From an optimization exercise on the open Yosys and OpenROAD flow, aimed at small area, a short achievable clock period and few clock cycles per item; shortcuts taken in it are not production practice. In this exercise RTL edits were held to simulation tests only and were not proved equivalent to the original.

==> design/flow/design.v <==
module aes_sbox (
    input  wire [7:0] a,
    output wire [7:0] y
);
    wire t0, t1, t2, t3, t4, t5, t6, t7, t8, t9, t10, t11, t12, t13, t14, t15, t16, t17, t18, t19, t20, t21, t22, t23, t24, t25, t26, t27, t28, t29, t30, M1, M2, M3, M4, M5, M6, M7, M8, M9, M10, M11, M12, M13, M14, M15, M16, M17, M18, M19, M20, M21, M22, M23, M46, M47, M48, M49, M50, M51, M52, M53, M54, M55, M56, M57, M58, M59, M60, M61, M62, M63, b0, b1, b2, b3, b4, b5, b6, b7, b8, b9, b10, b11, b12, b13, b14, b15, b16, b17, b18, b19, b20, b21, b22, b23, b24, b25, b26, b27, b28, b29, b30, b31, b32, b33, b34, b35, b36, M37, M38, M39, M40, M41, M42, M43, M44, M45;
    sx2 g0 (.a(a[1]), .b(a[3]), .y(t0));
    sx2 g1 (.a(a[5]), .b(a[6]), .y(t1));
    sx2 g2 (.a(a[2]), .b(a[7]), .y(t2));
    sx2 g3 (.a(a[0]), .b(t1), .y(t3));
    sx2 g4 (.a(a[4]), .b(a[7]), .y(t4));
    sx2 g5 (.a(t0), .b(t4), .y(t5));
    sx2 g6 (.a(a[6]), .b(t0), .y(t6));
    sx2 g7 (.a(a[5]), .b(t2), .y(t7));
    sx2 g8 (.a(a[2]), .b(a[4]), .y(t8));
    sx2 g9 (.a(a[2]), .b(a[5]), .y(t9));
    sx2 g10 (.a(a[1]), .b(a[4]), .y(t10));
    sx2 g11 (.a(a[1]), .b(a[7]), .y(t11));
    sx2 g12 (.a(a[0]), .b(a[2]), .y(t12));
    sx2 g13 (.a(t2), .b(t10), .y(t13));
    sx2 g14 (.a(a[4]), .b(t2), .y(t14));
    sx2 g15 (.a(a[1]), .b(t2), .y(t15));
    sx2 g16 (.a(t1), .b(t8), .y(t16));
    sx2 g17 (.a(t0), .b(t9), .y(t17));
    sx2 g18 (.a(a[3]), .b(t7), .y(t18));
    sx2 g19 (.a(a[0]), .b(t5), .y(t19));
    sx2 g20 (.a(a[4]), .b(t7), .y(t20));
    sx2 g21 (.a(t1), .b(t5), .y(t21));
    sx2 g22 (.a(t3), .b(t15), .y(t22));
    sx2 g23 (.a(t6), .b(t14), .y(t23));
    sx2 g24 (.a(t0), .b(t7), .y(t24));
    sx2 g25 (.a(a[2]), .b(t6), .y(t25));
    sx2 g26 (.a(t0), .b(t16), .y(t26));
    sx2 g27 (.a(t6), .b(t12), .y(t27));
    sx2 g28 (.a(a[7]), .b(t3), .y(t28));
    sx2 g29 (.a(a[1]), .b(t3), .y(t29));
    sx2 g30 (.a(a[4]), .b(t3), .y(t30));
    snand2 g31 (.a(t13), .b(t5), .y(M1));
    snand2 g32 (.a(t22), .b(t19), .y(M2));
    sxn2 g33 (.a(t23), .b(M1), .y(M3));
    snand2 g34 (.a(t30), .b(a[0]), .y(M4));
    sx2 g35 (.a(M4), .b(M1), .y(M5));
    snand2 g36 (.a(t11), .b(t17), .y(M6));
    snand2 g37 (.a(t29), .b(t3), .y(M7));
    sxn2 g38 (.a(t18), .b(M6), .y(M8));
    snand2 g39 (.a(t28), .b(t27), .y(M9));
    sx2 g40 (.a(M9), .b(M6), .y(M10));
    snand2 g41 (.a(t4), .b(t25), .y(M11));
    snand2 g42 (.a(t8), .b(t20), .y(M12));
    sx2 g43 (.a(M12), .b(M11), .y(M13));
    snand2 g44 (.a(t2), .b(t21), .y(M14));
    sx2 g45 (.a(M14), .b(M11), .y(M15));
    sxn2 g46 (.a(M3), .b(M2), .y(M16));
    sx2 g47 (.a(M5), .b(t26), .y(M17));
    sxn2 g48 (.a(M8), .b(M7), .y(M18));
    sx2 g49 (.a(M10), .b(M15), .y(M19));
    sx2 g50 (.a(M16), .b(M13), .y(M20));
    sx2 g51 (.a(M17), .b(M15), .y(M21));
    sx2 g52 (.a(M18), .b(M13), .y(M22));
    sx2 g53 (.a(M19), .b(t24), .y(M23));
    gf16_inv_0000_000000000 u_inv (.d({M23, M22, M21, M20}), .m({M45, M44, M43, M42, M41, M40, M39, M38, M37}));
    snand2 g54 (.a(M44), .b(t5), .y(M46));
    snand2 g55 (.a(M40), .b(t19), .y(M47));
    snand2 g56 (.a(M39), .b(a[0]), .y(M48));
    snand2 g57 (.a(M43), .b(t17), .y(M49));
    snand2 g58 (.a(M38), .b(t3), .y(M50));
    snand2 g59 (.a(M37), .b(t27), .y(M51));
    snand2 g60 (.a(M42), .b(t25), .y(M52));
    snand2 g61 (.a(M45), .b(t20), .y(M53));
    snand2 g62 (.a(M41), .b(t21), .y(M54));
    snand2 g63 (.a(M44), .b(t13), .y(M55));
    snand2 g64 (.a(M40), .b(t22), .y(M56));
    snand2 g65 (.a(M39), .b(t30), .y(M57));
    snand2 g66 (.a(M43), .b(t11), .y(M58));
    snand2 g67 (.a(M38), .b(t29), .y(M59));
    snand2 g68 (.a(M37), .b(t28), .y(M60));
    snand2 g69 (.a(M42), .b(t4), .y(M61));
    snand2 g70 (.a(M45), .b(t8), .y(M62));
    snand2 g71 (.a(M41), .b(t2), .y(M63));
    sx2 g72 (.a(M56), .b(M61), .y(b0));
    sxn2 g73 (.a(M62), .b(b0), .y(b1));
    sx2 g74 (.a(M46), .b(M49), .y(b2));
    sx2 g75 (.a(M54), .b(M58), .y(b3));
    sx2 g76 (.a(M50), .b(M53), .y(b4));
    sx2 g77 (.a(M48), .b(M60), .y(b5));
    sx2 g78 (.a(M51), .b(M59), .y(b6));
    sx2 g79 (.a(M47), .b(M50), .y(b7));
    sxn2 g80 (.a(M55), .b(b7), .y(b8));
    sx2 g81 (.a(M46), .b(M52), .y(b9));
    sxn2 g82 (.a(M61), .b(b6), .y(b10));
    sxn2 g83 (.a(M62), .b(b10), .y(b11));
    sx2 g84 (.a(b3), .b(b5), .y(b12));
    sxn2 g85 (.a(M55), .b(b1), .y(b13));
    sx2 g86 (.a(M48), .b(M51), .y(b14));
    sx2 g87 (.a(M61), .b(M63), .y(b15));
    sx2 g88 (.a(M48), .b(M58), .y(b16));
    sx2 g89 (.a(M49), .b(M52), .y(b17));
    sxn2 g90 (.a(M57), .b(b2), .y(b18));
    sx2 g91 (.a(M47), .b(M53), .y(b19));
    sx2 g92 (.a(b2), .b(b8), .y(b20));
    sx2 g93 (.a(b8), .b(b14), .y(b21));
    sx2 g94 (.a(b9), .b(b15), .y(b22));
    sx2 g95 (.a(b2), .b(b16), .y(b23));
    sxn2 g96 (.a(b12), .b(b22), .y(b24));
    sxn2 g97 (.a(b11), .b(b23), .y(b25));
    sx2 g98 (.a(b1), .b(b21), .y(b26));
    sx2 g99 (.a(b4), .b(b17), .y(b27));
    sx2 g100 (.a(b1), .b(b12), .y(b28));
    sx2 g101 (.a(b4), .b(b11), .y(b29));
    sx2 g102 (.a(b9), .b(b19), .y(b30));
    sx2 g103 (.a(b1), .b(b20), .y(b31));
    sx2 g104 (.a(b4), .b(b18), .y(b32));
    sxn2 g105 (.a(b13), .b(b30), .y(b33));
    sx2 g106 (.a(b28), .b(b32), .y(b34));
    sxn2 g107 (.a(b3), .b(b29), .y(b35));
    sx2 g108 (.a(b13), .b(b27), .y(b36));
    assign y[7] = b36;
    assign y[6] = b33;
    assign y[5] = b24;
    assign y[4] = b31;
    assign y[3] = b26;
    assign y[2] = b34;
    assign y[1] = b35;
    assign y[0] = b25;
endmodule
module sx2 (input wire a, input wire b, output wire y);
    assign y = a ^ b;
endmodule
module sxn2 (input wire a, input wire b, output wire y);
    assign y = ~(a ^ b);
endmodule
module snand2 (input wire a, input wire b, output wire y);
    assign y = ~(a & b);
endmodule
module snor2 (input wire a, input wire b, output wire y);
    assign y = ~(a | b);
endmodule
module skx (input wire a, input wire g, input wire s, output wire y);
    assign y = a ^ (g & s);
endmodule
module gf16_inv_0000_000000000 (
    input  wire [3:0] d,
    output wire [8:0] m
);
    assign m[0] = (d[0] & d[1]) | (d[1] & ~d[3]) | (d[0] & ~d[2] & d[3]) | (d[0] & d[2] & ~d[3]);
    assign m[1] = (d[1] & d[2]) | (~d[0] & d[1]) | (d[0] & d[2] & d[3]) | (d[0] & ~d[1] & ~d[2] & ~d[3]);
    assign m[2] = (~d[1] & d[3]) | (d[2] & d[3]) | (~d[0] & d[1] & d[2]) | (d[0] & ~d[1] & d[2]);
    assign m[3] = (~d[2] & d[3]) | (d[0] & d[3]) | (d[0] & d[1] & d[2]) | (~d[0] & ~d[1] & d[2] & ~d[3]);
    assign m[4] = (~d[0] & d[1] & ~d[3]) | (~d[1] & ~d[2] & d[3]) | (~d[0] & d[1] & d[2]) | (d[0] & ~d[1] & ~d[2]) | (d[0] & ~d[2] & d[3]) | (~d[0] & d[2] & ~d[3]);
    assign m[5] = (d[0] & d[1] & ~d[2]) | (~d[1] & d[2] & d[3]) | (~d[0] & ~d[1] & d[3]) | (d[0] & d[1] & ~d[3]) | (d[1] & ~d[2] & ~d[3]) | (~d[0] & d[2] & d[3]);
    assign m[6] = (d[0] & ~d[1]) | (d[0] & ~d[2]) | (~d[0] & d[1] & d[3]);
    assign m[7] = (~d[0] & d[2]) | (d[2] & ~d[3]) | (d[1] & ~d[2] & d[3]);
    assign m[8] = (~d[1] & d[2] & d[3]) | (d[0] & d[1] & ~d[3]) | (d[0] & ~d[1] & ~d[2]) | (~d[0] & d[2] & ~d[3]);
endmodule
module gf16_inv_0000_111110011 (
    input  wire [3:0] d,
    output wire [8:0] m
);
    assign m[0] = (~d[0] & ~d[1]) | (~d[0] & d[3]) | (~d[1] & ~d[2] & ~d[3]) | (~d[1] & d[2] & d[3]);
    assign m[1] = (~d[0] & ~d[1]) | (d[0] & d[1] & ~d[2]) | (~d[1] & ~d[2] & d[3]) | (~d[1] & d[2] & ~d[3]);
    assign m[2] = (d[1] & ~d[2]) | (~d[2] & ~d[3]) | (~d[0] & ~d[1] & ~d[3]) | (d[0] & d[1] & ~d[3]);
    assign m[3] = (~d[2] & ~d[3]) | (~d[0] & d[1] & ~d[3]) | (~d[0] & d[2] & d[3]) | (d[0] & ~d[1] & ~d[3]);
    assign m[4] = (d[0] & d[2]) | (~d[1] & d[2] & d[3]) | (d[0] & d[1] & ~d[3]) | (~d[0] & d[1] & ~d[2] & d[3]) | (~d[0] & ~d[1] & ~d[2] & ~d[3]);
    assign m[5] = (d[0] & d[1] & ~d[2]) | (~d[1] & d[2] & d[3]) | (~d[0] & ~d[1] & d[3]) | (d[0] & d[1] & ~d[3]) | (d[1] & ~d[2] & ~d[3]) | (~d[0] & d[2] & d[3]);
    assign m[6] = (d[0] & ~d[1]) | (d[0] & ~d[2]) | (~d[0] & d[1] & d[3]);
    assign m[7] = (~d[2] & ~d[3]) | (~d[1] & ~d[2]) | (d[0] & d[2] & d[3]);
    assign m[8] = (d[1] & d[3]) | (~d[0] & ~d[2]) | (d[0] & ~d[1] & d[2] & ~d[3]);
endmodule
module aes_inv_sbox (
    input  wire [7:0] a,
    output wire [7:0] y
);
    wire t0, t1, t2, t3, t4, t5, t6, t7, t8, t9, t10, t11, t12, t13, t14, t15, t16, t17, t18, t19, t20, t21, t22, t23, t24, t25, t26, t27, t28, t29, M1, M2, M3, M4, M5, M6, M7, M8, M9, M10, M11, M12, M13, M14, M15, M16, M17, M18, M19, M20, M21, M22, M23, M46, M47, M48, M49, M50, M51, M52, M53, M54, M55, M56, M57, M58, M59, M60, M61, M62, M63, b0, b1, b2, b3, b4, b5, b6, b7, b8, b9, b10, b11, b12, b13, b14, b15, b16, b17, b18, b19, b20, b21, b22, b23, b24, b25, b26, b27, b28, b29, b30, b31, b32, b33, b34, b35, b36, b37, b38, b39, M37, M38, M39, M40, M41, M42, M43, M44, M45;
    sx2 g0 (.a(a[4]), .b(a[6]), .y(t0));
    sx2 g1 (.a(a[0]), .b(a[1]), .y(t1));
    sx2 g2 (.a(a[3]), .b(a[4]), .y(t2));
    sx2 g3 (.a(a[3]), .b(a[6]), .y(t3));
    sx2 g4 (.a(a[2]), .b(a[7]), .y(t4));
    sx2 g5 (.a(t0), .b(t1), .y(t5));
    sx2 g6 (.a(a[6]), .b(a[7]), .y(t6));
    sx2 g7 (.a(a[7]), .b(t0), .y(t7));
    sx2 g8 (.a(t1), .b(t3), .y(t8));
    sx2 g9 (.a(a[0]), .b(a[7]), .y(t9));
    sx2 g10 (.a(a[1]), .b(a[2]), .y(t10));
    sx2 g11 (.a(a[0]), .b(a[5]), .y(t11));
    sx2 g12 (.a(a[0]), .b(a[3]), .y(t12));
    sx2 g13 (.a(a[1]), .b(a[5]), .y(t13));
    sx2 g14 (.a(a[2]), .b(a[5]), .y(t14));
    sxn2 g15 (.a(a[4]), .b(a[7]), .y(t15));
    sx2 g16 (.a(a[5]), .b(t4), .y(t16));
    sx2 g17 (.a(t1), .b(t2), .y(t17));
    sx2 g18 (.a(t1), .b(t6), .y(t18));
    sxn2 g19 (.a(t3), .b(t9), .y(t19));
    sx2 g20 (.a(t2), .b(t10), .y(t20));
    sx2 g21 (.a(a[5]), .b(t2), .y(t21));
    sx2 g22 (.a(a[0]), .b(t2), .y(t22));
    sx2 g23 (.a(t0), .b(t11), .y(t23));
    sxn2 g24 (.a(t3), .b(t13), .y(t24));
    sxn2 g25 (.a(t0), .b(t14), .y(t25));
    sxn2 g26 (.a(t4), .b(t5), .y(t26));
    sx2 g27 (.a(t4), .b(t8), .y(t27));
    sxn2 g28 (.a(a[5]), .b(t5), .y(t28));
    sx2 g29 (.a(a[3]), .b(t7), .y(t29));
    snor2 g30 (.a(t18), .b(t25), .y(M1));
    snor2 g31 (.a(t15), .b(t7), .y(M2));
    sxn2 g32 (.a(t27), .b(M1), .y(M3));
    snor2 g33 (.a(t5), .b(t16), .y(M4));
    sx2 g34 (.a(M4), .b(M1), .y(M5));
    snand2 g35 (.a(t17), .b(t24), .y(M6));
    snor2 g36 (.a(t0), .b(t22), .y(M7));
    sx2 g37 (.a(t23), .b(M6), .y(M8));
    snor2 g38 (.a(t8), .b(t28), .y(M9));
    sxn2 g39 (.a(M9), .b(M6), .y(M10));
    snand2 g40 (.a(t2), .b(t26), .y(M11));
    snor2 g41 (.a(t29), .b(t20), .y(M12));
    sxn2 g42 (.a(M12), .b(M11), .y(M13));
    snor2 g43 (.a(t6), .b(t19), .y(M14));
    sxn2 g44 (.a(M14), .b(M11), .y(M15));
    sx2 g45 (.a(M3), .b(M2), .y(M16));
    sxn2 g46 (.a(M5), .b(t12), .y(M17));
    sx2 g47 (.a(M8), .b(M7), .y(M18));
    sx2 g48 (.a(M10), .b(M15), .y(M19));
    sx2 g49 (.a(M16), .b(M13), .y(M20));
    sx2 g50 (.a(M17), .b(M15), .y(M21));
    sx2 g51 (.a(M18), .b(M13), .y(M22));
    sxn2 g52 (.a(M19), .b(t21), .y(M23));
    gf16_inv_0000_111110011 u_inv (.d({M23, M22, M21, M20}), .m({M45, M44, M43, M42, M41, M40, M39, M38, M37}));
    snor2 g53 (.a(M44), .b(t25), .y(M46));
    snor2 g54 (.a(M40), .b(t7), .y(M47));
    snor2 g55 (.a(M39), .b(t16), .y(M48));
    snand2 g56 (.a(M43), .b(t24), .y(M49));
    snor2 g57 (.a(M38), .b(t22), .y(M50));
    snor2 g58 (.a(M37), .b(t28), .y(M51));
    snand2 g59 (.a(M42), .b(t26), .y(M52));
    snor2 g60 (.a(M45), .b(t20), .y(M53));
    snor2 g61 (.a(M41), .b(t19), .y(M54));
    snor2 g62 (.a(M44), .b(t18), .y(M55));
    snor2 g63 (.a(M40), .b(t15), .y(M56));
    snor2 g64 (.a(M39), .b(t5), .y(M57));
    snand2 g65 (.a(M43), .b(t17), .y(M58));
    snor2 g66 (.a(M38), .b(t0), .y(M59));
    snor2 g67 (.a(M37), .b(t8), .y(M60));
    snand2 g68 (.a(M42), .b(t2), .y(M61));
    snor2 g69 (.a(M45), .b(t29), .y(M62));
    snor2 g70 (.a(M41), .b(t6), .y(M63));
    sx2 g71 (.a(M52), .b(M61), .y(b0));
    sx2 g72 (.a(M50), .b(b0), .y(b1));
    sxn2 g73 (.a(M54), .b(M58), .y(b2));
    sx2 g74 (.a(M62), .b(b2), .y(b3));
    sx2 g75 (.a(M59), .b(b1), .y(b4));
    sx2 g76 (.a(M48), .b(M56), .y(b5));
    sx2 g77 (.a(M47), .b(M60), .y(b6));
    sx2 g78 (.a(b5), .b(b6), .y(b7));
    sx2 g79 (.a(M57), .b(M63), .y(b8));
    sx2 g80 (.a(M46), .b(M51), .y(b9));
    sxn2 g81 (.a(M49), .b(b7), .y(b10));
    sx2 g82 (.a(M51), .b(M59), .y(b11));
    sx2 g83 (.a(M48), .b(M59), .y(b12));
    sx2 g84 (.a(M55), .b(M63), .y(b13));
    sx2 g85 (.a(M49), .b(M58), .y(b14));
    sxn2 g86 (.a(M58), .b(b5), .y(b15));
    sxn2 g87 (.a(M49), .b(b11), .y(b16));
    sxn2 g88 (.a(M55), .b(M61), .y(b17));
    sx2 g89 (.a(M46), .b(b12), .y(b18));
    sx2 g90 (.a(b8), .b(b15), .y(b19));
    sx2 g91 (.a(M47), .b(b9), .y(b20));
    sx2 g92 (.a(M53), .b(b14), .y(b21));
    sx2 g93 (.a(b0), .b(b16), .y(b22));
    sx2 g94 (.a(b0), .b(b18), .y(b23));
    sx2 g95 (.a(M53), .b(b9), .y(b24));
    sx2 g96 (.a(M54), .b(b13), .y(b25));
    sx2 g97 (.a(b8), .b(b17), .y(b26));
    sx2 g98 (.a(M57), .b(b3), .y(b27));
    sx2 g99 (.a(b10), .b(b25), .y(b28));
    sx2 g100 (.a(M62), .b(b21), .y(b29));
    sx2 g101 (.a(b1), .b(b10), .y(b30));
    sx2 g102 (.a(b19), .b(b24), .y(b31));
    sx2 g103 (.a(b3), .b(b22), .y(b32));
    sx2 g104 (.a(b3), .b(b20), .y(b33));
    sx2 g105 (.a(b3), .b(b23), .y(b34));
    sx2 g106 (.a(b4), .b(b28), .y(b35));
    sx2 g107 (.a(b4), .b(b31), .y(b36));
    sx2 g108 (.a(b4), .b(b33), .y(b37));
    sx2 g109 (.a(b4), .b(b29), .y(b38));
    sx2 g110 (.a(b27), .b(b30), .y(b39));
    assign y[7] = b32;
    assign y[6] = b35;
    assign y[5] = b39;
    assign y[4] = b34;
    assign y[3] = b36;
    assign y[2] = b37;
    assign y[1] = b38;
    assign y[0] = b26;
endmodule
module aes_inv_mixcol (
    input  wire [31:0] c,
    output wire [31:0] y
);
    wire m0, m1, m2, m3, m4, m5, m6, m7, m8, m9, m10, m11, m12, m13, m14, m15, m16, m17, m18, m19, m20, m21, m22, m23, m24, m25, m26, m27, m28, m29, m30, m31, m32, m33, m34, m35, m36, m37, m38, m39, m40, m41, m42, m43, m44, m45, m46, m47, m48, m49, m50, m51, m52, m53, m54, m55, m56, m57, m58, m59, m60, m61, m62, m63, m64, m65, m66, m67, m68, m69, m70, m71, m72, m73, m74, m75, m76, m77, m78, m79, m80, m81, m82, m83, m84, m85, m86, m87, m88, m89, m90, m91, m92, m93, m94, m95, m96, m97, m98, m99, m100, m101, m102, m103, m104, m105, m106, m107, m108, m109, m110, m111, m112, m113, m114, m115, m116, m117, m118, m119, m120, m121, m122, m123, m124, m125, m126, m127, m128, m129, m130, m131, m132, m133, m134, m135, m136, m137, m138, m139, m140, m141, m142, m143, m144, m145, m146, m147, m148, m149, m150, m151, m152, m153, m154, m155, m156, m157, m158, m159, m160, m161, m162, m163, m164, m165, m166, m167, m168, m169, m170, m171, m172, m173, m174, m175;
    sx2 x0 (.a(c[5]), .b(c[21]), .y(m0));
    sx2 x1 (.a(c[13]), .b(c[29]), .y(m1));
    sx2 x2 (.a(c[6]), .b(c[22]), .y(m2));
    sx2 x3 (.a(c[14]), .b(c[30]), .y(m3));
    sx2 x4 (.a(m0), .b(m1), .y(m4));
    sx2 x5 (.a(c[15]), .b(c[31]), .y(m5));
    sx2 x6 (.a(c[23]), .b(c[27]), .y(m6));
    sx2 x7 (.a(c[7]), .b(c[11]), .y(m7));
    sx2 x8 (.a(c[18]), .b(m3), .y(m8));
    sx2 x9 (.a(c[26]), .b(m2), .y(m9));
    sx2 x10 (.a(c[8]), .b(m4), .y(m10));
    sx2 x11 (.a(c[4]), .b(c[20]), .y(m11));
    sx2 x12 (.a(c[0]), .b(c[16]), .y(m12));
    sx2 x13 (.a(c[1]), .b(c[17]), .y(m13));
    sx2 x14 (.a(c[3]), .b(c[19]), .y(m14));
    sx2 x15 (.a(c[9]), .b(c[25]), .y(m15));
    sx2 x16 (.a(c[12]), .b(c[28]), .y(m16));
    sx2 x17 (.a(c[2]), .b(c[10]), .y(m17));
    sx2 x18 (.a(m6), .b(m7), .y(m18));
    sx2 x19 (.a(m5), .b(m14), .y(m19));
    sx2 x20 (.a(m8), .b(m9), .y(m20));
    sx2 x21 (.a(c[23]), .b(c[24]), .y(m21));
    sx2 x22 (.a(c[24]), .b(m12), .y(m22));
    sx2 x23 (.a(m4), .b(m15), .y(m23));
    sx2 x24 (.a(c[15]), .b(m13), .y(m24));
    sx2 x25 (.a(m11), .b(m16), .y(m25));
    sx2 x26 (.a(m18), .b(m19), .y(m26));
    sx2 x27 (.a(m17), .b(m20), .y(m27));
    sx2 x28 (.a(m10), .b(m22), .y(m28));
    sx2 x29 (.a(c[7]), .b(c[31]), .y(m29));
    sx2 x30 (.a(c[3]), .b(c[31]), .y(m30));
    sx2 x31 (.a(c[7]), .b(c[15]), .y(m31));
    sx2 x32 (.a(m2), .b(m21), .y(m32));
    sx2 x33 (.a(c[31]), .b(m3), .y(m33));
    sx2 x34 (.a(m13), .b(m30), .y(m34));
    sx2 x35 (.a(c[19]), .b(m24), .y(m35));
    sx2 x36 (.a(c[23]), .b(m25), .y(m36));
    sx2 x37 (.a(c[7]), .b(c[8]), .y(m37));
    sx2 x38 (.a(m3), .b(m11), .y(m38));
    sx2 x39 (.a(c[10]), .b(m11), .y(m39));
    sx2 x40 (.a(m14), .b(m15), .y(m40));
    sx2 x41 (.a(m2), .b(m29), .y(m41));
    sx2 x42 (.a(c[2]), .b(m16), .y(m42));
    sx2 x43 (.a(m2), .b(m16), .y(m43));
    sx2 x44 (.a(m3), .b(m31), .y(m44));
    sx2 x45 (.a(m5), .b(m12), .y(m45));
    sx2 x46 (.a(m0), .b(m5), .y(m46));
    sx2 x47 (.a(c[17]), .b(m17), .y(m47));
    sx2 x48 (.a(m0), .b(m18), .y(m48));
    sx2 x49 (.a(m8), .b(m42), .y(m49));
    sx2 x50 (.a(m1), .b(m19), .y(m50));
    sx2 x51 (.a(m7), .b(m34), .y(m51));
    sx2 x52 (.a(m9), .b(m39), .y(m52));
    sx2 x53 (.a(m23), .b(m52), .y(m53));
    sx2 x54 (.a(m23), .b(m49), .y(m54));
    sx2 x55 (.a(c[5]), .b(c[12]), .y(m55));
    sx2 x56 (.a(c[14]), .b(c[21]), .y(m56));
    sx2 x57 (.a(c[13]), .b(c[28]), .y(m57));
    sx2 x58 (.a(c[6]), .b(c[30]), .y(m58));
    sx2 x59 (.a(c[6]), .b(c[21]), .y(m59));
    sx2 x60 (.a(c[1]), .b(c[9]), .y(m60));
    sx2 x61 (.a(c[12]), .b(c[29]), .y(m61));
    sx2 x62 (.a(c[21]), .b(c[28]), .y(m62));
    sx2 x63 (.a(c[15]), .b(c[26]), .y(m63));
    sx2 x64 (.a(c[5]), .b(c[29]), .y(m64));
    sx2 x65 (.a(c[10]), .b(c[25]), .y(m65));
    sx2 x66 (.a(c[7]), .b(c[14]), .y(m66));
    sx2 x67 (.a(c[22]), .b(c[30]), .y(m67));
    sx2 x68 (.a(c[13]), .b(c[30]), .y(m68));
    sx2 x69 (.a(c[16]), .b(c[24]), .y(m69));
    sx2 x70 (.a(c[10]), .b(c[18]), .y(m70));
    sx2 x71 (.a(c[0]), .b(c[25]), .y(m71));
    sx2 x72 (.a(c[6]), .b(c[14]), .y(m72));
    sx2 x73 (.a(c[0]), .b(c[15]), .y(m73));
    sx2 x74 (.a(c[2]), .b(c[11]), .y(m74));
    sx2 x75 (.a(c[1]), .b(c[16]), .y(m75));
    sx2 x76 (.a(c[0]), .b(c[17]), .y(m76));
    sx2 x77 (.a(c[9]), .b(c[16]), .y(m77));
    sx2 x78 (.a(c[27]), .b(m2), .y(m78));
    sx2 x79 (.a(m21), .b(m37), .y(m79));
    sx2 x80 (.a(c[22]), .b(m66), .y(m80));
    sx2 x81 (.a(c[12]), .b(m6), .y(m81));
    sx2 x82 (.a(c[25]), .b(m37), .y(m82));
    sx2 x83 (.a(m1), .b(m67), .y(m83));
    sx2 x84 (.a(c[20]), .b(m6), .y(m84));
    sx2 x85 (.a(c[20]), .b(m55), .y(m85));
    sx2 x86 (.a(m6), .b(m17), .y(m86));
    sx2 x87 (.a(m1), .b(m29), .y(m87));
    sx2 x88 (.a(c[4]), .b(m62), .y(m88));
    sx2 x89 (.a(c[2]), .b(m60), .y(m89));
    sx2 x90 (.a(c[23]), .b(m12), .y(m90));
    sx2 x91 (.a(c[20]), .b(m57), .y(m91));
    sx2 x92 (.a(c[13]), .b(m59), .y(m92));
    sx2 x93 (.a(c[4]), .b(m61), .y(m93));
    sx2 x94 (.a(c[22]), .b(m64), .y(m94));
    sx2 x95 (.a(c[29]), .b(m56), .y(m95));
    sx2 x96 (.a(m13), .b(m71), .y(m96));
    sx2 x97 (.a(c[5]), .b(m68), .y(m97));
    sx2 x98 (.a(c[9]), .b(m3), .y(m98));
    sx2 x99 (.a(m15), .b(m75), .y(m99));
    sx2 x100 (.a(m21), .b(m76), .y(m100));
    sx2 x101 (.a(c[4]), .b(m7), .y(m101));
    sx2 x102 (.a(m7), .b(m63), .y(m102));
    sx2 x103 (.a(m6), .b(m74), .y(m103));
    sx2 x104 (.a(c[1]), .b(m65), .y(m104));
    sx2 x105 (.a(m8), .b(m102), .y(m105));
    sx2 x106 (.a(m8), .b(m47), .y(m106));
    sx2 x107 (.a(m79), .b(m89), .y(m107));
    sx2 x108 (.a(m33), .b(m40), .y(m108));
    sx2 x109 (.a(m38), .b(m94), .y(m109));
    sx2 x110 (.a(m32), .b(m73), .y(m110));
    sx2 x111 (.a(m41), .b(m69), .y(m111));
    sx2 x112 (.a(m4), .b(m24), .y(m112));
    sx2 x113 (.a(m4), .b(m22), .y(m113));
    sx2 x114 (.a(m9), .b(m45), .y(m114));
    sx2 x115 (.a(m33), .b(m90), .y(m115));
    sx2 x116 (.a(m31), .b(m83), .y(m116));
    sx2 x117 (.a(m47), .b(m98), .y(m117));
    sx2 x118 (.a(m70), .b(m78), .y(m118));
    sx2 x119 (.a(m38), .b(m92), .y(m119));
    sx2 x120 (.a(m33), .b(m100), .y(m120));
    sx2 x121 (.a(m41), .b(m96), .y(m121));
    sx2 x122 (.a(m32), .b(m82), .y(m122));
    sx2 x123 (.a(m43), .b(m95), .y(m123));
    sx2 x124 (.a(m46), .b(m80), .y(m124));
    sx2 x125 (.a(m43), .b(m97), .y(m125));
    sx2 x126 (.a(m32), .b(m77), .y(m126));
    sx2 x127 (.a(m46), .b(m58), .y(m127));
    sx2 x128 (.a(m72), .b(m87), .y(m128));
    sx2 x129 (.a(m45), .b(m104), .y(m129));
    sx2 x130 (.a(m44), .b(m99), .y(m130));
    sx2 x131 (.a(m34), .b(m84), .y(m131));
    sx2 x132 (.a(m9), .b(m103), .y(m132));
    sx2 x133 (.a(m23), .b(m120), .y(m133));
    sx2 x134 (.a(m36), .b(m127), .y(m134));
    sx2 x135 (.a(m114), .b(m117), .y(m135));
    sx2 x136 (.a(m36), .b(m128), .y(m136));
    sx2 x137 (.a(m35), .b(m81), .y(m137));
    sx2 x138 (.a(m26), .b(m109), .y(m138));
    sx2 x139 (.a(m25), .b(m124), .y(m139));
    sx2 x140 (.a(m20), .b(m129), .y(m140));
    sx2 x141 (.a(m50), .b(m85), .y(m141));
    sx2 x142 (.a(m10), .b(m121), .y(m142));
    sx2 x143 (.a(m35), .b(m132), .y(m143));
    sx2 x144 (.a(m48), .b(m93), .y(m144));
    sx2 x145 (.a(m10), .b(m110), .y(m145));
    sx2 x146 (.a(m86), .b(m108), .y(m146));
    sx2 x147 (.a(m10), .b(m111), .y(m147));
    sx2 x148 (.a(c[28]), .b(m51), .y(m148));
    sx2 x149 (.a(m50), .b(m88), .y(m149));
    sx2 x150 (.a(m10), .b(m130), .y(m150));
    sx2 x151 (.a(m112), .b(m126), .y(m151));
    sx2 x152 (.a(m40), .b(m105), .y(m152));
    sx2 x153 (.a(m20), .b(m107), .y(m153));
    sx2 x154 (.a(m51), .b(m118), .y(m154));
    sx2 x155 (.a(m26), .b(m119), .y(m155));
    sx2 x156 (.a(m36), .b(m116), .y(m156));
    sx2 x157 (.a(m26), .b(m125), .y(m157));
    sx2 x158 (.a(m35), .b(m101), .y(m158));
    sx2 x159 (.a(m48), .b(m91), .y(m159));
    sx2 x160 (.a(m106), .b(m122), .y(m160));
    sx2 x161 (.a(m10), .b(m115), .y(m161));
    sx2 x162 (.a(m44), .b(m113), .y(m162));
    sx2 x163 (.a(m26), .b(m123), .y(m163));
    sx2 x164 (.a(m28), .b(m152), .y(m164));
    sx2 x165 (.a(m28), .b(m154), .y(m165));
    sx2 x166 (.a(m27), .b(m149), .y(m166));
    sx2 x167 (.a(m53), .b(m148), .y(m167));
    sx2 x168 (.a(m53), .b(m137), .y(m168));
    sx2 x169 (.a(m27), .b(m141), .y(m169));
    sx2 x170 (.a(m27), .b(m159), .y(m170));
    sx2 x171 (.a(m27), .b(m144), .y(m171));
    sx2 x172 (.a(m28), .b(m143), .y(m172));
    sx2 x173 (.a(m54), .b(m158), .y(m173));
    sx2 x174 (.a(m54), .b(m131), .y(m174));
    sx2 x175 (.a(m28), .b(m146), .y(m175));
    assign y[0] = m147;
    assign y[1] = m133;
    assign y[2] = m140;
    assign y[3] = m172;
    assign y[4] = m174;
    assign y[5] = m166;
    assign y[6] = m138;
    assign y[7] = m134;
    assign y[8] = m162;
    assign y[9] = m142;
    assign y[10] = m153;
    assign y[11] = m175;
    assign y[12] = m167;
    assign y[13] = m171;
    assign y[14] = m157;
    assign y[15] = m136;
    assign y[16] = m145;
    assign y[17] = m150;
    assign y[18] = m135;
    assign y[19] = m165;
    assign y[20] = m173;
    assign y[21] = m169;
    assign y[22] = m155;
    assign y[23] = m139;
    assign y[24] = m161;
    assign y[25] = m151;
    assign y[26] = m160;
    assign y[27] = m164;
    assign y[28] = m168;
    assign y[29] = m170;
    assign y[30] = m163;
    assign y[31] = m156;
endmodule
module kw_unwrap (
    input  wire         clk,
    input  wire         rst,       
    input  wire         start,     
    input  wire [127:0] kek,       
    input  wire [191:0] wrapped,   
    output wire         busy,
    output wire         done,      
    output wire         ok,        
    output wire [127:0] key        
);
    localparam [63:0] KW_IV = 64'hA6A6A6A6A6A6A6A6;
    reg         busy_r;
    reg         done_r;
    reg         kexp;     
    reg         first;    
    reg         step12;   
    reg [3:0]   rnd;      
    reg [3:0]   t;        
    reg [127:0] st;       
    reg [63:0]  ro;       
    reg [127:0] rk;       
    reg [127:0] kl;       
    wire accept = start && !busy_r;
    genvar gb, gc, gr;
    wire last   = !kexp && (rnd == 4'd0);
    assign busy = busy_r;
    assign done = done_r;
    assign ok   = (st[127:64] == KW_IV);
    assign key  = {st[63:0], ro};
    wire [31:0]  w0 = rk[127:96];
    wire [31:0]  w1 = rk[95:64];
    wire [31:0]  w2 = rk[63:32];
    wire [31:0]  w3 = rk[31:0];
    wire [31:0]  v3 = w3 ^ w2;    
    wire [31:0]  v2 = w2 ^ w1;
    wire [31:0]  v1 = w1 ^ w0;
    wire [31:0]  rot = {v3[23:0], v3[31:24]};
    wire [31:0]  sw_out;
    generate
        for (gb = 0; gb < 4; gb = gb + 1) begin : g_sbox
            aes_sbox u_sbox (.a(rot[8*gb +: 8]), .y(sw_out[8*gb +: 8]));
        end
    endgenerate
    wire [9:0]   rd = {rnd == 4'd9, rnd == 4'd8, rnd == 4'd7, rnd == 4'd6, rnd == 4'd5,
                       rnd == 4'd4, rnd == 4'd3, rnd == 4'd2, rnd == 4'd1, rnd == 4'd0};
    wire [7:0]   rcon = {rd[7], rd[6], rd[5] | rd[9], rd[4] | rd[8] | rd[9],
                         rd[3] | rd[8], rd[2] | rd[9], rd[1] | rd[8] | rd[9], rd[0] | rd[8]};
    wire [31:0]  temp = sw_out ^ {rcon, 24'h000000};
    wire [31:0]  n0 = w0 ^ temp;
    wire         fin = kexp && (rnd == 4'd9);    
    wire [31:0]  n2 = v2 ^ n0;
    wire [127:0] key_step = {n0, v1 ^ (temp & {32{kexp}}), v2 ^ (n0 & {32{kexp}}),
                             v3 ^ (n2 & {32{fin}})};
    wire [127:0] key_prev = {n0, v1, v2, v3};
    wire [127:0] blk = (step12 ? {kl[127:64] ^ 64'd12, kl[63:0]}
                               : {st[127:64] ^ {60'd0, t}, ro}) ^ rk;
    wire [127:0] imc;
    generate
        for (gc = 0; gc < 4; gc = gc + 1) begin : g_imc
            aes_inv_mixcol u_imc (.c(st[32*gc +: 32]), .y(imc[32*gc +: 32]));
        end
    endgenerate
    wire [127:0] x = first ? blk : imc;
    wire [127:0] isr;
    generate
        for (gc = 0; gc < 4; gc = gc + 1) begin : g_col
            for (gr = 0; gr < 4; gr = gr + 1) begin : g_row
                assign isr[127 - 8*(gr + 4*((gc + gr) % 4)) -: 8] =
                       x[127 - 8*(gr + 4*gc) -: 8];
            end
        end
    endgenerate
    wire [127:0] isb;
    generate
        for (gb = 0; gb < 16; gb = gb + 1) begin : g_isbox
            aes_inv_sbox u_isbox (.a(isr[8*gb +: 8]), .y(isb[8*gb +: 8]));
        end
    endgenerate
    wire [127:0] ark = isb ^ key_prev;
    always @(posedge clk) begin
        if (rst) begin
            busy_r <= 1'b0;
            done_r <= 1'b0;
            kexp   <= 1'b0;
            first  <= 1'b0;
            step12 <= 1'b0;
        end else begin
            done_r <= 1'b0;
            if (accept) begin
                busy_r <= 1'b1;
                kexp   <= 1'b1;
                first  <= 1'b0;
                step12 <= 1'b1;
                rnd    <= 4'd0;
                t      <= 4'd12;
            end else if (busy_r) begin
                if (kexp) begin
                    if (rnd == 4'd9) begin
                        kexp  <= 1'b0;
                        first <= 1'b1;
                    end else begin
                        rnd <= rnd + 4'd1;
                    end
                end else begin
                    first <= (rnd == 4'd0) && (t != 4'd1);
                    if (rnd == 4'd0) begin
                        rnd    <= 4'd9;
                        t      <= t - 4'd1;
                        step12 <= 1'b0;
                        if (t == 4'd1) begin
                            busy_r <= 1'b0;
                            done_r <= 1'b1;
                        end
                    end else begin
                        rnd <= rnd - 4'd1;
                    end
                end
            end
        end
    end
    always @(posedge clk) begin
        if (accept)
            rk <= {kek[127:32], kek[63:32] ^ kek[31:0]};
        else if (last)
            rk <= kl;
        else
            rk <= key_step;
    end
    always @(posedge clk) begin
        if (accept)
            kl <= {wrapped[191:128], wrapped[63:0]};
        else if (first && step12)
            kl <= rk;
    end
    always @(posedge clk) begin
        st <= ark;
        if (accept)
            ro <= wrapped[127:64];
        else if (first && !step12)
            ro <= st[63:0];
    end
endmodule
==> design/flow/flow/run.sh <==
#!/bin/bash
# The standard layout (the standard.sh: ORFS synthesis to finish), with
# these changes in how it is made:
#  - the port buffers that global placement inserts on every input and
#    output are the smallest buffer (buf_1) instead of clkdlybuf4s50_1;
#  - clock tree synthesis inserts no dummy loads;
#  - after floorplanning, the flip-flops of the round state (st) get a
#    stronger drive (same cell type, dfxtp_1 -> dfxtp_4): they drive the
#    InvMixColumns network at the start of the critical loop.
# ORFS writes each step's full log under orfs/logs/; make's output goes to
# flow_*.log and the resizing step's to upsize.log, all in this folder.
set -euo pipefail
export BUFFER_PORTS_ARGS="-buffer_cell sky130_fd_sc_hd__buf_1"
export CTS_ARGS="-sink_clustering_enable -repair_clock_nets -dont_use_dummy_load"
bash standard.sh floorplan > flow_floorplan.log 2>&1
odb=orfs/results/$FLOW_PLATFORM/kw_unwrap/base/2_floorplan.odb
ODB=$odb openroad -no_init -exit flow/upsize.tcl > upsize.log 2>&1
bash standard.sh finish > flow_finish.log 2>&1
==> design/flow/flow/upsize.tcl <==
# Give the state flip-flops st[*] the 4x drive version of their cell.
read_db $::env(ODB)
set db [ord::get_db]
set block [[$db getChip] getBlock]
set n 0
foreach inst [$block getInsts] {
  set name [$inst getName]
  set m [[$inst getMaster] getName]
  if {[string first "st\\\[" $name] == 0 && $m eq "sky130_fd_sc_hd__dfxtp_1"} {
    $inst swapMaster [$db findMaster sky130_fd_sc_hd__dfxtp_4]
    incr n
  }
}
puts "resized $n flip-flops"
write_db $::env(ODB)
==> design/flow/standard.sh <==
#!/bin/bash
# synth_recipe.tcl (not shown) runs the flow's synth.tcl, then flattens the netlist and writes it again
# the make line also repeats each setting of config.mk as NAME=value (left out here)
make -C /OpenROAD-flow-scripts/flow DESIGN_CONFIG=/design/flow/config.mk WORK_HOME=/design/flow/orfs CLKGATE_MAP_FILE= SYNTH_SCRIPT=/design/flow/synth_recipe.tcl "${@:-finish}"
==> design/flow/config.mk <==
export PLATFORM = sky130hd
export DESIGN_NAME = kw_unwrap
export DESIGN_NICKNAME = kw_unwrap
export VERILOG_FILES = /design/flow/design.v
export SDC_FILE = /design/flow/constraint.sdc
export NUM_CORES = 8
export LEC_CHECK = 0
export CAP_MARGIN = 20
export CORE_MARGIN = 2
export CORE_UTILIZATION = 22
export SETUP_SLACK_MARGIN = 1.5
export SLEW_MARGIN = 20
export SYNTH_HIERARCHICAL = 1
==> design/flow/constraint.sdc <==
create_clock -name core_clock -period 8.0 [get_ports {clk}]
set_input_delay 1.6000 -clock core_clock [delete_from_list [all_inputs] [get_ports {clk}]]
set_output_delay 1.6000 -clock core_clock [all_outputs]
set_load 0.01 [all_outputs]
==> implementation parameters, run 1 <==
Parameter                              Value

GRT
  Largest net degree at the start of global routing    145
  Global Route Usage Sum    0.178
  Initial antenna violation count    18
  Via count of the first global-routing pass    43474
  Global route total overflow    0
  First-pass GRT wire length    327000 microns

Place
  DP Cell Count    10028
  Post-detail-place hpwl    about 200000 microns
  Number of input and output port buffers inserted    453
  Routability cong.    1.00

Critical path
  Maximum fanout encountered on the critical timing path    12
  Beginning of the worst register-to-register path    st[69]
  Number of cells on the critical path    25
  Startpoint-to-endpoint class of the critical path    flip-flop to flip-flop
  Maximum cell stage delay along the critical path    0.42 ns
  Reg-to-reg critical path endpoint    st[53]
  Sort of element at the end of the critical path    flip-flop
  Critical-path top delay cell    dfxtp_4
  Required @ worst endpoint    8.52 ns
  Startpoint type of the worst setup path    flip-flop
  Startpoint of the worst setup timing path    st[69]
  Sum of buffers and inverters on the critical path    3
  Register-to-Register Setup Slack    between 1.5 and 2 ns
  Critical path capture point    st[53]
  Crit path DAT    6.90 ns
  Cell family with the largest share of critical-path delay    XOR/XNOR gates
  Worst Reg2Reg Path Length in Cells    25
  CP most frequent cell    xor2_1

Synth
  Share of synthesized cell area in full adder, half adder and majority cells    0.00159
  Count of synthesis-stage warnings from yosys    7
  Async set-or-reset flop fraction in the synthesized netlist    0
  Mux share of post-synthesis cell area    0.0495
  Synthesized-area fraction occupied by xor and xnor cells    0.456
  Post-Syn Instances    6646
  Cell accounting for the most synthesized area    xor2_1
  EDFF count, synth    200
  Mean post-synth cell area    8.30 sq um
  Main combinational cell family by area after synthesis    XOR/XNOR gates
  Netlist area before placement    55200 sq um
  Simple logic cell fraction of the synthesized area    0.134
  Number of flip-flops and latches in the synthesized netlist    461
  Most common library cells after synthesis    xor2_1, nand2_1, xnor2_1
  Post-synthesis sequential area ratio    0.204
  Compound-Gate Fraction of Synth Area    0.0812
  Portion of synthesized cell area occupied by the leading cell type    0.334
  Biggest area contributors in the synthesized netlist    xor2_1, xnor2_1, edfxtp_1
  Most frequent cell after synthesis    xor2_1
  Top FF cell, synth    dfxtp_1
  Number of distinct standard cells referenced by the synthesized netlist    71
  Synthesized Nets    6976

Floorplanning
  I/O pin total    454
  Die footprint    255000 sq um
  Overall die width    505 microns
  Core area    249000 sq um
  Placement Rows    183
  Initial core utilization    0.222
  Floorplan die height    505 microns

Timing
  Highest achievable clock rate    157 MHz
  Largest clock skew in the final design    approximately 0.14 ns
  TNS Setup    0 ns
  Crit share post-route    0.797
  Count of endpoints failing setup in the final report    0
  Worst max-slew margin expressed relative to the limit    0.187
  Count of final max-slew check failures    0
  Final hold violation count    0
  Setup repair after global routing missed its margin    yes
  Transition at the pin with the smallest max-transition slack    1.21 ns
  Final worst path period need    6.38 ns

Routing
  Count of antenna-violating nets left after detailed routing    0
  TritonRoute pass-1 iters    5
  Total wirelength of the detailed-routed design    239000 microns
  Vias/cell    4.51
  Iter 0 DRT Violations    4503
  Average routed wire per standard cell    23.6 microns
  Count of unresolved DRC violations after routing    0
  Vias    45685

Clock tree
  CTS H-Tree Depth    2
  Worst-skew pair later-pin latency    roughly 0.74 ns
  Total clock buffers created by CTS    just under 60
  Maximum number of buffers from clock root to sink    3
  Number of sinks handled by clock tree synthesis    461
  Number of hold buffers added after CTS    0
  Clock-pin slew on the worst setup and hold paths    around 0.07 ns
  Cell chosen for the clock root    clkbuf_16
  Clock tree from TritonCTS    built

Layout
  Area Growth Syn to Fin    15.1%
  Total number of nets in the final design    7136
  Fillcell total    around 27000
  Fraction of layout cells with a size suffix above 1    0.135
  Final std cells w/o fill    10135

Run status
  Result of the run  timing/DRC/antenna clean

Flow run
  Number of max-capacitance violations reported    0

Min path
  Kind of path behind the tightest hold check    flip-flop to flip-flop
## area by class of cell
type / count / area, sq um / area share
Clock buffer: 59 / 1480 / 0.0233
Multi-Input combinational cell: 5558 / 42400 / 0.668
Tap cell: 3330 / 4170 / 0.0656
Sequential cell: 461 / 11700 / 0.185
Inverter: 40 / 154 / 0.00242
Timing Repair Buffer: 686 / 3540 / 0.0557
Antenna cell: 1 / 2.50 / 0.0000394
## worst min-delay path: cells and delay by family (launching register included)
family | cells | cell delay, ns
AOI/OAI and AO/OA | 2 | 0.23
DFF | 1 | 0.35
## cell families (layout without fill, tap and decap cells)
kind of cell / after synthesis / count (layout)
buffers and inverters: 627 / 785
XOR/XNOR: 2867 / 2867
multiplexers: 257 / 257
AND/OR/NAND/NOR: 1744 / 1744
other: 0 / 1
AO/OA/AOI/OAI: 683 / 683
flip-flops: 461 / 461
adder cells (fa/ha/maj): 7 / 7
## registers in the layout, indices dropped and copies added, names as in the netlist
name,count
done_r,1
first,1
st,128
kl,128
kexp,1
rnd,4
ro,64
busy_r,1
rk,128
t,4
step12,1
## Yosys stat by module (local to each module, per instance)
module / copies in the design / cell area (sq um)
kw_unwrap: 1 / 25500
snor2: 336 / 3.75
snand2: 204 / 3.75
aes_inv_sbox: 16 / 60.1
sx2: 2048 / 8.76
aes_inv_mixcol: 4 / 240
sxn2: 328 / 8.76
gf16_inv_0000_111110011: 16 / 235
gf16_inv_0000_000000000: 4 / 233
aes_sbox: 4 / 60.1
## per-layer routing
layer,vias up,part of all wire,GRT usage
met4,14,0.074,0.110
li1,21268,-,-
met5,-,0.00034,0
met1,22045,0.40,0.224
met3,435,0.073,0.0295
met2,1923,0.45,0.285
## timing repair
item	in CTS	in global routing
setup endpoints to repair	128	148
gates resized for setup	96	229
setup buffers	17	30
pin swaps	6	31
## cell usage in the layout, fill, tap and decap left out, types with 127 or more instances in the layout
cell type     n
a21oi_1     237
buf_1       453
buf_4       226
dfxtp_1     127
dfxtp_4     131
edfxtp_1    200
mux2i_1     131
nand2_1     953
nor2_1      504
xnor2_1     704
xor2_1     1885
xor2_2      192
## worst min path at each step
stage / end / slack, ns / from / cells after the start
finish: rk[102] / 0.50 / kl[102] / 2
detailed placement: rk[25] / 0.51 / kl[25] / 2
global route: rk[106] / 0.53 / kl[106] / 2
CTS: rk[102] / 0.48 / kl[102] / 2
floorplan: rk[30] / 0.46 / kl[30] / 2
global placement: rk[25] / 0.50 / kl[25] / 2
## metrics by stage
step,area (sq um),utilization,setup WS [ns],hold slack [ns]
CTS,61500,0.247,1.35,0.482
global route,63500,0.255,1.37,0.528
finish,63500,0.255,1.62,0.496
floorplan,55200,-,1.73,0.464
detailed placement,59200,0.238,0.475,0.513
global placement,59200,0.238,0.434,0.503
Testbench counts, summed over its fixed seeds: cycles 67,072, items 512.
==> run 2, diff against run 1 <==
--- a/design/flow/config.mk
+++ b/design/flow/config.mk
@@ -8,5 +8,5 @@
 export CAP_MARGIN = 20
 export CORE_MARGIN = 2
-export CORE_UTILIZATION = 22
+export CORE_UTILIZATION = 23
 export SETUP_SLACK_MARGIN = 1.5
 export SLEW_MARGIN = 20
==> run 2 against run 1 <==
Against the previous run: clock skew fell by 0.062 ns; setup slack better by 0.083 ns; global-route usage grew 0.77 points; fmax rose by 1.3%; core utilization increased by 1.2 points; count of clock-buffer cells in the layout increased by 7; largest cell class unchanged.
==> implementation parameters, run 2 <==
Parameter                              Value

Critical path
  Cell family with the largest share of critical-path delay    XOR/XNOR gates
  Startpoint type of the worst setup path    flip-flop
  Maximum fanout encountered on the critical timing path    10 (-2)
  Maximum cell stage delay along the critical path    0.45 ns (+0.03 ns)
  Sort of element at the end of the critical path    flip-flop
  Startpoint-to-endpoint class of the critical path    flip-flop to flip-flop
  Required @ worst endpoint    8.49 ns (-0.03 ns)
  Cells traversed along the worst timing path    xor2_4, xor2_2, xor2_1, xor2_1, xor2_1, mux2_2, xor2_1, buf_4, xor2_2, xnor2_1, nand2_1, xnor2_1, xor2_2, xnor2_4, nor2_1, nor2b_1, o311ai_2, nor2_1, xnor2_1, xor2_2, xor2_1, xor2_2, xnor2_1
  Critical-path top delay cell    dfxtp_4
  Crit path DAT    6.78 ns (-0.12 ns)
  Sum of buffers and inverters on the critical path    1 (-2)

Timing
  Highest achievable clock rate    159 MHz (+1.3%)
  Smallest hold slack    0.551 ns (+0.0545 ns)
  Final critical-path setup slack    1.71 ns (+0.0832 ns)
  Worst max-slew margin expressed relative to the limit    0.204 (+0.0166)
  Count of final max-slew check failures    0 (unchanged)
  Crit share post-route    0.787 (-0.0104)
  Final hold violation count    0 (unchanged)
  Transition at the pin with the smallest max-transition slack    1.19 ns (-0.0162 ns)
  TNS Setup    0 ns (unchanged)
  Setup repair after global routing missed its margin    yes
  Final worst path period need    6.29 ns (-0.0832 ns)
  Count of endpoints failing setup in the final report    0 (unchanged)
  Largest clock skew in the final design    0.0730 ns (-0.0621 ns)

Routing
  TritonRoute pass-1 iters    6 (+1)
  Total met2 wirelength after detailed routing    108000 microns (-0.39%)
  Total wirelength of the detailed-routed design    237000 microns (-0.77%)
  Vias    45275 (-0.90%)
  Length of routed wiring on met1    97300 microns (+1.3%)
  Met3 layer wire length in the routed design    16400 microns (-6.3%)
  Count of antenna-violating nets left after detailed routing    0 (unchanged)
  Count of unresolved DRC violations after routing    0 (unchanged)
  Vias/cell    4.54 (+0.68%)
  Iter 0 DRT Violations    3966 (-12%)
  Highest metal layer used by the detailed router    met5
  Average routed wire per standard cell    23.8 microns (+0.81%)

Synth
  Most frequent cell after synthesis    xor2_1
  Count of synthesis-stage warnings from yosys    7 (unchanged)
  Number of distinct standard cells referenced by the synthesized netlist    71 (unchanged)
  Cell accounting for the most synthesized area    xor2_1
  EDFF count, synth    200 (unchanged)
  Top FF cell, synth    dfxtp_1
  Mean post-synth cell area    8.30 sq um (unchanged)
  Biggest area contributors in the synthesized netlist    xor2_1, xnor2_1, edfxtp_1
  Post-Syn Instances    6646 (unchanged)
  Post-synthesis sequential area ratio    0.204 (unchanged)
  Netlist area before placement    55200 sq um (unchanged)
  Async set-or-reset flop fraction in the synthesized netlist    0 (unchanged)
  Portion of synthesized cell area occupied by the leading cell type    0.334 (unchanged)
  Synthesized Nets    6976 (unchanged)
  Most common library cells after synthesis    xor2_1, nand2_1, xnor2_1
  Number of flip-flops and latches in the synthesized netlist    461 (unchanged)

Clock tree
  Clock tree from TritonCTS    built
  Worst-skew pair later-pin latency    0.69 ns (-0.05 ns)
  Number of sinks handled by clock tree synthesis    461 (unchanged)
  Cell chosen for the clock root    clkbuf_16
  Maximum number of buffers from clock root to sink    3 (unchanged)
  Clock-pin slew on the worst setup and hold paths    0.05 ns (-0.02 ns)
  CTS H-Tree Depth    3 (+1)
  Total clock buffers created by CTS    66 (+12%)
  Number of hold buffers added after CTS    0 (unchanged)

Floorplanning
  Floorplan die height    494 microns (-2.2%)
  Placement Rows    179 (-2.2%)
  I/O pin total    454 (unchanged)
  Core area    238000 sq um (-4.3%)
  Overall die width    494 microns (-2.2%)
  Initial core utilization    0.232 (+0.0101)
  Die footprint    244000 sq um (-4.3%)

Layout
  Total number of nets in the final design    7133 (-0.042%)
  Commonest non-fill, non-tap cell in the layout    xor2_1
  Commonest cells after routing, fill and taps aside    xor2_1, nand2_1, xnor2_1
  Final core utilization    0.267 (+0.0118)
  Area Growth Syn to Fin    15.2% (about the same)
  Biggest regs    kl x128, rk x128, st x128
  Fraction of layout cells with a size suffix above 1    0.135 (-0.000234)

Place
  Routability cong.    0.999 (-0.54%)
  Post-detail-place hpwl    194000 microns (-1.8%)
  Minimum setup slack after placement    0.538 ns (+0.0626 ns)
  Number of input and output port buffers inserted    453 (unchanged)

Flow run
  Number of max-capacitance violations reported    0 (unchanged)

GRT
  Largest net degree at the start of global routing    189 (+30%)
  First-pass GRT wire length    325000 microns (-0.80%)
  Via count of the first global-routing pass    43249 (-0.52%)
  Global route total overflow    0 (unchanged)
  Initial antenna violation count    19 (+1)
  Global Route Usage Sum    0.186 (+0.00766)

Min path
  Kind of path behind the tightest hold check    flip-flop to flip-flop

Run status
  Result of the run  timing/DRC/antenna clean
[run 2: metrics by stage]
step           instances  instance area [sq um]
6_report            9976                  63500
5_1_grt             9971                  63500
4_1_cts             9930                  61500
3_5_place_dp        9851                  58900
3_3_place_gp        9851                  58900
2_1_floorplan       6646                  55200
[run 2: tightest hold or removal path, delay by kind of cell (launching register included)]
kind	cells	cell delay [ns]
flops	1	0.37
simple gates	1	0.08
compound gates	1	0.07
[run 2: repair_timing]
action,CTS,global route
endpoints found under the setup margin,156,161
buffers inserted,13,37
gates cloned,0,1
resized for setup,113,219
pin swaps,7,34
[run 2: path summary, 6_finish.rpt]
kind,startpoint,depth (start not counted),slack (ns),end
hold / removal,kl[25],2,0.55,rk[25]
setup reg to reg,st[30],23,1.71,st[117]
setup / recovery,st[30],23,1.71,st[117]
hold reg to reg,kl[25],2,0.55,rk[25]
[run 2: area by class of cell]
| class | count | area (sq um) |
|---|---|---|
| flip-flops and latches | 461 | 11700 |
| multi-input cells | 5559 | 42500 |
| well taps | 3167 | 3960 |
| diodes | 8 | 20.0 |
| repair buffers | 675 | 3520 |
| fillers | 25633 | 175000 |
| inverters | 40 | 150 |
| clock buffers | 66 | 1650 |
[run 2: kinds of logic after synthesis]
group                      count (synthesis)  share of synthesized area
buffers and inverters                    627                     0.0731
DFF                                      461                      0.204
and+or+nand+nor                         1744                      0.134
adders and majority gates                  7                    0.00159
xor gates and xnor gates                2867                      0.456
AOI/OAI and AO/OA                        683                     0.0812
muxes                                    257                     0.0495
[run 2: layer usage]
metal,vias to the layer above,GRT usage
met1,21841,0.234
met2,1741,0.299
met5,-,0
li1,21264,-
met4,8,0.111
met3,421,0.0307
[run 2: per-module statistics from Yosys (local to each module, per instance)]
module                   area [sq um]  flops+latches
aes_inv_mixcol                    240              0
aes_inv_sbox                     60.1              0
aes_sbox                         60.1              0
gf16_inv_0000_000000000           233              0
gf16_inv_0000_111110011           235              0
kw_unwrap                       25500            461
snand2                           3.75              0
snor2                            3.75              0
sx2                              8.76              0
sxn2                             8.76              0
==> run 3, diff against run 2 <==
--- a/design/flow/flow/run.sh
+++ b/design/flow/flow/run.sh
@@ -4,5 +4,6 @@
 #  - the port buffers that global placement inserts on every input and
 #    output are the smallest buffer (buf_1) instead of clkdlybuf4s50_1;
-#  - clock tree synthesis inserts no dummy loads;
+#  - clock tree synthesis inserts no dummy loads and builds the tree from
+#    clkbuf_4 and clkbuf_8;
 #  - after floorplanning, the flip-flops of the round state (st) get a
 #    stronger drive (same cell type, dfxtp_1 -> dfxtp_4): they drive the
@@ -12,5 +13,5 @@
 set -euo pipefail
 export BUFFER_PORTS_ARGS="-buffer_cell sky130_fd_sc_hd__buf_1"
-export CTS_ARGS="-sink_clustering_enable -repair_clock_nets -dont_use_dummy_load"
+export CTS_ARGS="-sink_clustering_enable -repair_clock_nets -dont_use_dummy_load -buf_list {sky130_fd_sc_hd__clkbuf_4 sky130_fd_sc_hd__clkbuf_8}"
 bash standard.sh floorplan > flow_floorplan.log 2>&1
 odb=orfs/results/$FLOW_PLATFORM/kw_unwrap/base/2_floorplan.odb
--- a/design/flow/config.mk
+++ b/design/flow/config.mk
@@ -8,6 +8,6 @@
 export CAP_MARGIN = 20
 export CORE_MARGIN = 2
-export CORE_UTILIZATION = 23
-export SETUP_SLACK_MARGIN = 1.5
+export CORE_UTILIZATION = 25
+export SETUP_SLACK_MARGIN = 1.65
 export SLEW_MARGIN = 20
 export SYNTH_HIERARCHICAL = 1
==> run 3 against run 2 <==
Against the previous run: still clean; setup slack better by 0.073 ns; sequential share of layout area shrank 0.43 points; critical path depth rose by 7; first-iteration DRC count grew 17%; non-clock buffer count up 96; core utilization rose by 2.9 points; wire length grew 1.6%; fmax is 1.2% higher; sequential cell count unchanged; count of clock-buffer cells in the layout rose by 25; via count is 3.4% higher; critical path type unchanged.
==> implementation parameters, run 3 <==
Parameter                              Value

Routing
  Vias    46834 (+3.4%)
  Average routed wire per standard cell    24.6 microns (+3.5%)
  Total wirelength of the detailed-routed design    241000 microns (+1.6%)
  TritonRoute pass-1 iters    8 (+2)
  Count of antenna-violating nets left after detailed routing    0 (unchanged)
  Vias/cell    4.78 (+5.3%)
  Iter 0 DRT Violations    4655 (+17%)
  Count of unresolved DRC violations after routing    0 (unchanged)

Timing
  Worst max-slew margin expressed relative to the limit    0.228 (+0.0242)
  Largest clock skew in the final design    0.135 ns (+0.0616 ns)
  Transition at the pin with the smallest max-transition slack    1.15 ns (-0.0446 ns)
  Final hold violation count    0 (unchanged)
  Final worst path period need    6.22 ns (-0.0725 ns)
  Count of final max-slew check failures    0 (unchanged)
  Crit share post-route    0.778 (-0.00907)
  Highest achievable clock rate    161 MHz (+1.2%)
  Count of endpoints failing setup in the final report    0 (unchanged)
  TNS Setup    0 ns (unchanged)
  Setup repair after global routing missed its margin    yes

Layout
  Final std cell area, no fill    65000 sq um (+2.4%)
  Commonest cells after routing, fill and taps aside    xor2_1, nand2_1, xnor2_1
  Commonest non-fill, non-tap cell in the layout    xor2_1
  Total number of nets in the final design    7256 (+1.7%)
  Biggest regs    kl x128, rk x128, st x128
  Area Growth Syn to Fin    17.9%
  Final core utilization    0.296 (+0.0295)
  Fraction of layout cells with a size suffix above 1    0.170 (+0.0346)

GRT
  Initial antenna violation count    42 (+23)
  Global route total overflow    0 (unchanged)
  Grt met1 use    0.259 (+0.0251)
  First-pass GRT wire length    333000 microns (+2.5%)
  Global routing usage on met2    0.321 (+0.0228)
  Largest net degree at the start of global routing    76 (-60%)
  Met3 Resource Use GR    0.0420 (+0.0113)
  Global Route Usage Sum    0.205 (+0.0192)
  Highest-utilization routing layer at the global route stage    met2
  Via count of the first global-routing pass    45870 (+6.1%)

Synth
  Count of synthesis-stage warnings from yosys    7 (unchanged)
  Post-Syn Instances    6646 (unchanged)
  EDFF count, synth    200 (unchanged)
  Cell accounting for the most synthesized area    xor2_1
  Most frequent cell after synthesis    xor2_1
  Number of distinct standard cells referenced by the synthesized netlist    71 (unchanged)
  Post-synthesis sequential area ratio    0.204 (unchanged)
  Most common library cells after synthesis    xor2_1, nand2_1, xnor2_1
  Number of flip-flops and latches in the synthesized netlist    461 (unchanged)
  Top FF cell, synth    dfxtp_1
  Mean post-synth cell area    8.30 sq um (unchanged)
  Netlist area before placement    55200 sq um (unchanged)
  Biggest area contributors in the synthesized netlist    xor2_1, xnor2_1, edfxtp_1
  Portion of synthesized cell area occupied by the leading cell type    0.334 (unchanged)
  Async set-or-reset flop fraction in the synthesized netlist    0 (unchanged)
  Synthesized Nets    6976 (unchanged)

Critical path
  Sort of element at the end of the critical path    flip-flop
  Startpoint-to-endpoint class of the critical path    flip-flop to flip-flop
  Required @ worst endpoint    8.59 ns (+0.10 ns)
  Startpoint type of the worst setup path    flip-flop
  Maximum cell stage delay along the critical path    0.44 ns (about the same)
  Critical-path top delay cell    dfxtp_4
  Crit path DAT    6.81 ns (+0.03 ns)
  CP most frequent cell    xor2_1
  Maximum fanout encountered on the critical timing path    9 (-1)

Floorplanning
  Floorplan die height    474 microns (-4.1%)
  Initial core utilization    0.251 (+0.0196)
  Core area    220000 sq um (-7.8%)
  I/O pin total    454 (unchanged)
  Overall die width    474 microns (-4.1%)
  Die footprint    224000 sq um (-7.9%)
  Placement Rows    172 (-3.9%)

Clock tree
  Clock-pin slew on the worst setup and hold paths    0.06 ns (about the same)
  Worst-skew pair later-pin latency    0.84 ns (+0.15 ns)
  Cell chosen for the clock root    clkbuf_8
  Total clock buffers created by CTS    91 (+38%)
  Number of sinks handled by clock tree synthesis    461 (unchanged)
  Clock tree from TritonCTS    built
  Number of hold buffers added after CTS    0 (unchanged)
  Maximum number of buffers from clock root to sink    3 (unchanged)
  CTS H-Tree Depth    3 (unchanged)

Flow run
  Number of max-capacitance violations reported    0 (unchanged)

Place
  Post-detail-place hpwl    197000 microns (+1.6%)
  Placed standard-cell area    58600 sq um (-0.45%)
  Routability cong.    0.991 (-0.83%)
  Number of input and output port buffers inserted    453 (unchanged)

Min path
  Kind of path behind the tightest hold check    flip-flop to flip-flop

Run status
  Result of the run  timing/DRC/antenna clean
-- run 3: cell counts after synthesis --
No cell type changed its count.
-- run 3: path summary, 6_finish.rpt --
| path | slack (ns) | to | cells after the start | startpoint |
|---|---|---|---|---|
| worst max register to register | 1.78 | st[11] | 30 | st[70] |
| worst min register to register | 0.53 | kl[5] | 2 | rk[5] |
| worst max-delay path | 1.78 | st[11] | 30 | st[70] |
| worst min-delay path | 0.53 | kl[5] | 2 | rk[5] |
-- run 3: Yosys stat by module (local to each module, per instance) --
module | flops+latches | times used
gf16_inv_0000_000000000 | 0 | 4
aes_inv_mixcol | 0 | 4
aes_sbox | 0 | 4
sx2 | 0 | 2048
gf16_inv_0000_111110011 | 0 | 16
snor2 | 0 | 336
aes_inv_sbox | 0 | 16
snand2 | 0 | 204
kw_unwrap | 461 | 1
sxn2 | 0 | 328
-- run 3: worst max-delay path, delay by kind of cell (launching register included) --
| kind | cells | cell delay [ns] |
|---|---|---|
| mux | 1 | 0.22 |
| compound gates | 2 | 0.29 |
| flops | 1 | 0.44 |
| buf+inv | 7 | 1.27 |
| simple gates | 3 | 0.37 |
| xor+xnor | 17 | 3.42 |
-- run 3: logic make-up after synthesis --
logic type,Yosys count,synth area share
muxes,257,0.0495
DFF,461,0.204
buffers and inverters,627,0.0731
adders and majority gates,7,0.00159
xor gates and xnor gates,2867,0.456
AOI/OAI and AO/OA,683,0.0812
and+or+nand+nor,1744,0.134
-- run 3: final cells by class --
cell class / count / area [sq um]
Fill cell: 23350 / 154000
Multi-Input combinational cell: 5561 / 44100
Sequential cell: 461 / 11700
Timing Repair Buffer: 771 / 4240
Tap cell: 2871 / 3590
Clock buffer: 91 / 1250
Inverter: 40 / 150
Antenna cell: 6 / 15.0
-- run 3: through the flow --
stage / hold slack (ns) / std cells / setup slack [ns]
global route: 0.563 / 9797 / 1.48
global placement: 0.491 / 9574 / 0.457
floorplan: 0.464 / 6646 / 1.73
CTS: 0.514 / 9710 / 1.55
finish: 0.530 / 9801 / 1.78
detailed placement: 0.520 / 9574 / 0.462
-- run 3: metal layers --
layer | share of wire | up-vias | wire (microns)
met4 | 0.069 | 26 | 16600
met2 | 0.44 | 1909 | 106000
met3 | 0.078 | 499 | 18700
met5 | 0.00071 | - | 171
met1 | 0.41 | 22991 | 99400
li1 | - | 21409 | -
-- run 3: what timing repair did --
item                                    4_1_cts  5_1_grt
setup buffers                                45       82
pin swaps                                    28       92
endpoints found under the setup margin      192      171
resized for setup                           197      332
gates cloned                                  0        3

re-timing with driven ports:
The results above use ideal ports. As a check the final layouts listed here were re-extracted and re-timed, cells and wires unchanged. Step 1, drivers: a clkbuf_16 drives clk and a buf_2 each remaining input, both assumed. Step 2 times the ports against the registers' clock, not the clock port: input delays grow and output delays shrink by t, the midpoint of the rising clock arrivals with the driver on. Three values: no drivers, after step 1, after step 2; two values: the first two.
| run | t (ns) | setup WS [ns] | worst setup path after step 2 | slew at the worst register clock pin (ns) |
|---|---|---|---|---|
| run 1 | 0.759 | 1.623 / 1.623 / 1.623 | register to register | 0.07 / 0.07 |
| run 2 | 0.734 | 1.706 / 1.706 / 1.706 | register to register | 0.07 / 0.07 |
| run 3 | 0.859 | 1.779 / 1.779 / 1.779 | register to register | 0.07 / 0.07 |
After both steps every run listed still meets setup and hold.
